From an optimization exercise on the open Yosys and OpenROAD flow, aimed at small area, a short achievable clock period and few clock cycles per item; shortcuts taken in it are not production practice.

Setup of lane 1:
==> flow/design.v (excerpt) <==
module serac_cascade (
    input  wire        clk,
    input  wire        rst,         
    input  wire        cfg_we,
    input  wire [5:0]  cfg_addr,    
    input  wire [31:0] cfg_data,
    input  wire        clr_state,   
    input  wire        in_valid,
    output wire        in_ready,
    input  wire [31:0] in_x,
    output reg         out_valid,
    output reg  [31:0] out_y
);
==> flow/config.mk <==
export PLATFORM = sky130hd
export DESIGN_NAME = serac_cascade
export DESIGN_NICKNAME = serac_cascade
export VERILOG_FILES = /design/flow/design.v
export SDC_FILE = /design/flow/constraint.sdc
export NUM_CORES = 8
export LEC_CHECK = 0
export CAP_MARGIN = 20
export CORE_MARGIN = 2
export CORE_UTILIZATION = 40
export PLACE_DENSITY = 0.6
export SETUP_SLACK_MARGIN = 0.5
export SLEW_MARGIN = 20
==> flow/constraint.sdc <==
create_clock -name core_clock -period 20.0 [get_ports {clk}]
set_input_delay 4.0000 -clock core_clock [delete_from_list [all_inputs] [get_ports {clk}]]
set_output_delay 4.0000 -clock core_clock [all_outputs]
set_load 0.01 [all_outputs]
standard.sh (not shown) runs the stock make flow with config.mk's settings and CLKGATE_MAP_FILE= SYNTH_SCRIPT=/design/flow/synth_recipe.tcl, a recipe that flattens the netlist after the stock synthesis.
==> flow/flow/run.sh <==
#!/bin/bash
set -euo pipefail
R=$PWD/orfs/results/sky130hd/serac_cascade/base
bash standard.sh synth > synth.log 2>&1
python3 flow/fa_polarity.py $R/1_2_yosys.v $R/1_2_yosys.pol.v > fa_polarity.log 2>&1
cp $R/1_2_yosys.v $R/1_2_yosys.std.v
mv $R/1_2_yosys.pol.v $R/1_2_yosys.v
rm -f $R/1_synth.odb $R/1_synth.sdc
bash standard.sh SETUP_SLACK_MARGIN=15 \
    "BUFFER_PORTS_ARGS=-buffer_cell sky130_fd_sc_hd__buf_4" \
    CTS_CLUSTER_SIZE=26 CTS_CLUSTER_DIAMETER=70 GPL_TIMING_DRIVEN=1 \
    finish > standard_flow.log 2>&1
Other scripts of this flow, unchanged in this note and not shown: flow/flow/fa_polarity.py
[inputs] lane 2 vs lane 1
--- a/flow/design.v
+++ b/flow/design.v
@@ -133,27 +133,27 @@
         end
     end
     always @(posedge clk) begin
         if (rst)
             last_sec <= 3'd0;
         else if (we_r && wa_r[2:0] == 3'd7)
             last_sec <= wd_r[2:0];
     end
     reg         ph;                 
     reg  [1:0]  busy;               
     reg  [2:0]  nsec0, nsec1;       
     reg  [1:0]  cnt;                
+    reg         inbuf_v;
+    reg  [31:0] inbuf_x;
     reg         in_ready_o;         
-    reg         ov1;                
-    reg  [31:0] yo1;
     reg         vA, lastA;
     reg  [2:0]  secA;
     reg  [7:0]  ohA;                
     reg  [47:0] xd_A;               
     reg  [31:0] b0_A;
     reg         vB, lastB;
     reg  [2:0]  secB;
     reg  [7:0]  ohB;
     reg  [127:0] p0_B;              
     reg  [47:0] xd_B;
     reg  [31:0] b1_B, b2_B;
     reg  [46:0] s1_B;               
@@ -3048,84 +3048,86 @@
             for (i = 0; i < 8; i = i + 1) begin
                 s1r[i] <= 47'd0;
                 s2r[i] <= 46'd0;
             end
         end else if (vD) begin
             s1r[secD] <= s1_new;
             s2r[secD] <= s2_new;
         end
     end
     wire        nt     = ~ph;
     wire        cont   = nt ? busy[1] : busy[0];
     wire [2:0]  nsec_t = nt ? nsec1 : nsec0;
-    wire        start  = in_valid & in_ready_o;
+    wire        start  = ~cont & cnt[1] & (inbuf_v | (in_valid & ~we_r));
     wire        issue  = cont | start;
     wire [2:0]  sec_n  = cont ? nsec_t : 3'd0;
     wire        last_n = (sec_n == last_sec);
     wire [7:0]  oh_n   = 8'd1 << sec_n;
     wire [2:0]  sh_n   = rd3(oh_n, shv);
-    wire [31:0] x_in   = in_x;
+    wire [31:0] x_in   = inbuf_v ? inbuf_x : in_x;
     wire [47:0] xd0    = booth(shsat(h0, sh_n));
     wire [47:0] xd1    = booth(shsat(h1, sh_n));
     wire [47:0] xdi    = booth(shsat({{4{x_in[31]}}, x_in}, sh_n));
     wire [47:0] xd_n   = cont ? (sel0 ? xd1 : xd0) : xdi;
     wire        fwd    = vD && secD == secA;
-    wire ready_next = ~(ph ? busy[1] : busy[0]) & ~start & (cnt != 2'd0) & ~cfg_we;
+    wire accept = in_valid & ~inbuf_v;            
+    wire inbuf_next = (inbuf_v | accept) & ~start;
     always @(posedge clk) begin
         if (rst) begin
             ph         <= 1'b0;
             busy       <= 2'b00;
             cnt        <= 2'd3;
+            inbuf_v    <= 1'b0;
             in_ready_o <= 1'b1;
             vA         <= 1'b0;
             vB         <= 1'b0;
             vC         <= 1'b0;
             vD         <= 1'b0;
-            ov1        <= 1'b0;
             out_valid  <= 1'b0;
         end else begin
             ph         <= ~ph;
             if (issue) begin
                 if (nt) busy[1] <= ~last_n;
                 else    busy[0] <= ~last_n;
             end
             cnt        <= start ? 2'd0 : (cnt == 2'd3 ? 2'd3 : cnt + 2'd1);
-            in_ready_o <= ready_next;
+            inbuf_v    <= inbuf_next;
+            in_ready_o <= ~inbuf_next;
             vA         <= issue;
             vB         <= vA;
             vC         <= vB;
             vD         <= vC;
-            ov1        <= vB & lastB;
-            out_valid  <= ov1;
+            out_valid  <= vB & lastB;
         end
     end
     always @(posedge clk) begin
         if (issue) begin
             if (nt) nsec1 <= sec_n + 3'd1;
             else    nsec0 <= sec_n + 3'd1;
         end
+        if (accept)
+            inbuf_x <= in_x;
         secA  <= sec_n;
         ohA   <= oh_n;
         lastA <= last_n;
         xd_A  <= xd_n;
         b0_A  <= rd32(oh_n, b0v);
         secB  <= secA;
         ohB   <= ohA;
         lastB <= lastA;
         p0_B  <= fa_p0;
         xd_B  <= xd_A;
         b1_B  <= rd32(ohA, b1v);
         b2_B  <= rd32(ohA, b2v);
         s1_B  <= fwd ? s1_new : rd47(ohA, s1v);
         secC  <= secB;
         yd_C  <= sel0 ? yd1 : yd0;
         w1_C  <= w1_cs;
         w2_C  <= w2_cs;
         a1_C  <= rd32(ohB, a1v);
         a2_C  <= rd32(ohB, a2v);
         secD  <= secC;
         v1_D  <= v1_cs;
         v2_D  <= v2_cs;
-        yo1   <= y;
-        out_y <= rst ? 32'd0 : yo1;
+        out_y <= rst ? 32'd0 : y;
     end
 endmodule
--- outcome ---
Measured against each other, lane 1 and lane 2 differ in count of non-filler cells in the finished layout, the higher figure coming from lane 2. What lane 2 reported for count of inverters not on the clock network in the layout has to be multiplied by 0.938 to get the figure for lane 1. In the metrics for lane 1 and lane 2, the one carrying the higher non-clock buffer count in the final layout is lane 2. Any difference in total number of multi-input combinational cells between lane 1 and lane 2 is small enough to ignore. Lane 2: wire length about 1.2% above lane 1. On worst hold margin, lane 1 and lane 2 are basically level.
No run of this note included a check of the RTL's function; only the layout flow was run.

afterwards: timing with drivers on the ports:
How much do the figures lean on ideal ports? The routed layouts below were timed once more, with nothing changed but the port constraints.
Step 1: set_driving_cell puts a clkbuf_16 on clk and a buf_2 on each other input, an assumption about the parent block.
Step 2 moves the port delays by t, midway between the first and last clock arrival at a register: inputs arrive t later, outputs are due t later. That takes back most of the time a late clock gives input paths.
Slacks: ideal ports / drivers / drivers and shift; pairs: ideal ports / drivers.
run | t (ns) | setup WS [ns] | latest minus earliest clock arrival (ns) | slew at the worst register clock pin (ns) | worst slew at a driven data input, ns
lane 1 | 1.122 | 14.433 / 14.322 / 13.939 | 0.174 / 0.174 | 0.10 / 0.10 | 0.08
lane 2 | 1.111 | 14.410 / 14.296 / 13.564 | 0.148 / 0.149 | 0.11 / 0.11 | 0.07
After both steps setup and hold are still met in every run listed. The setup slack of lane 2, which loses most, moves by -0.114 ns with the drivers and by -0.846 ns with both steps.
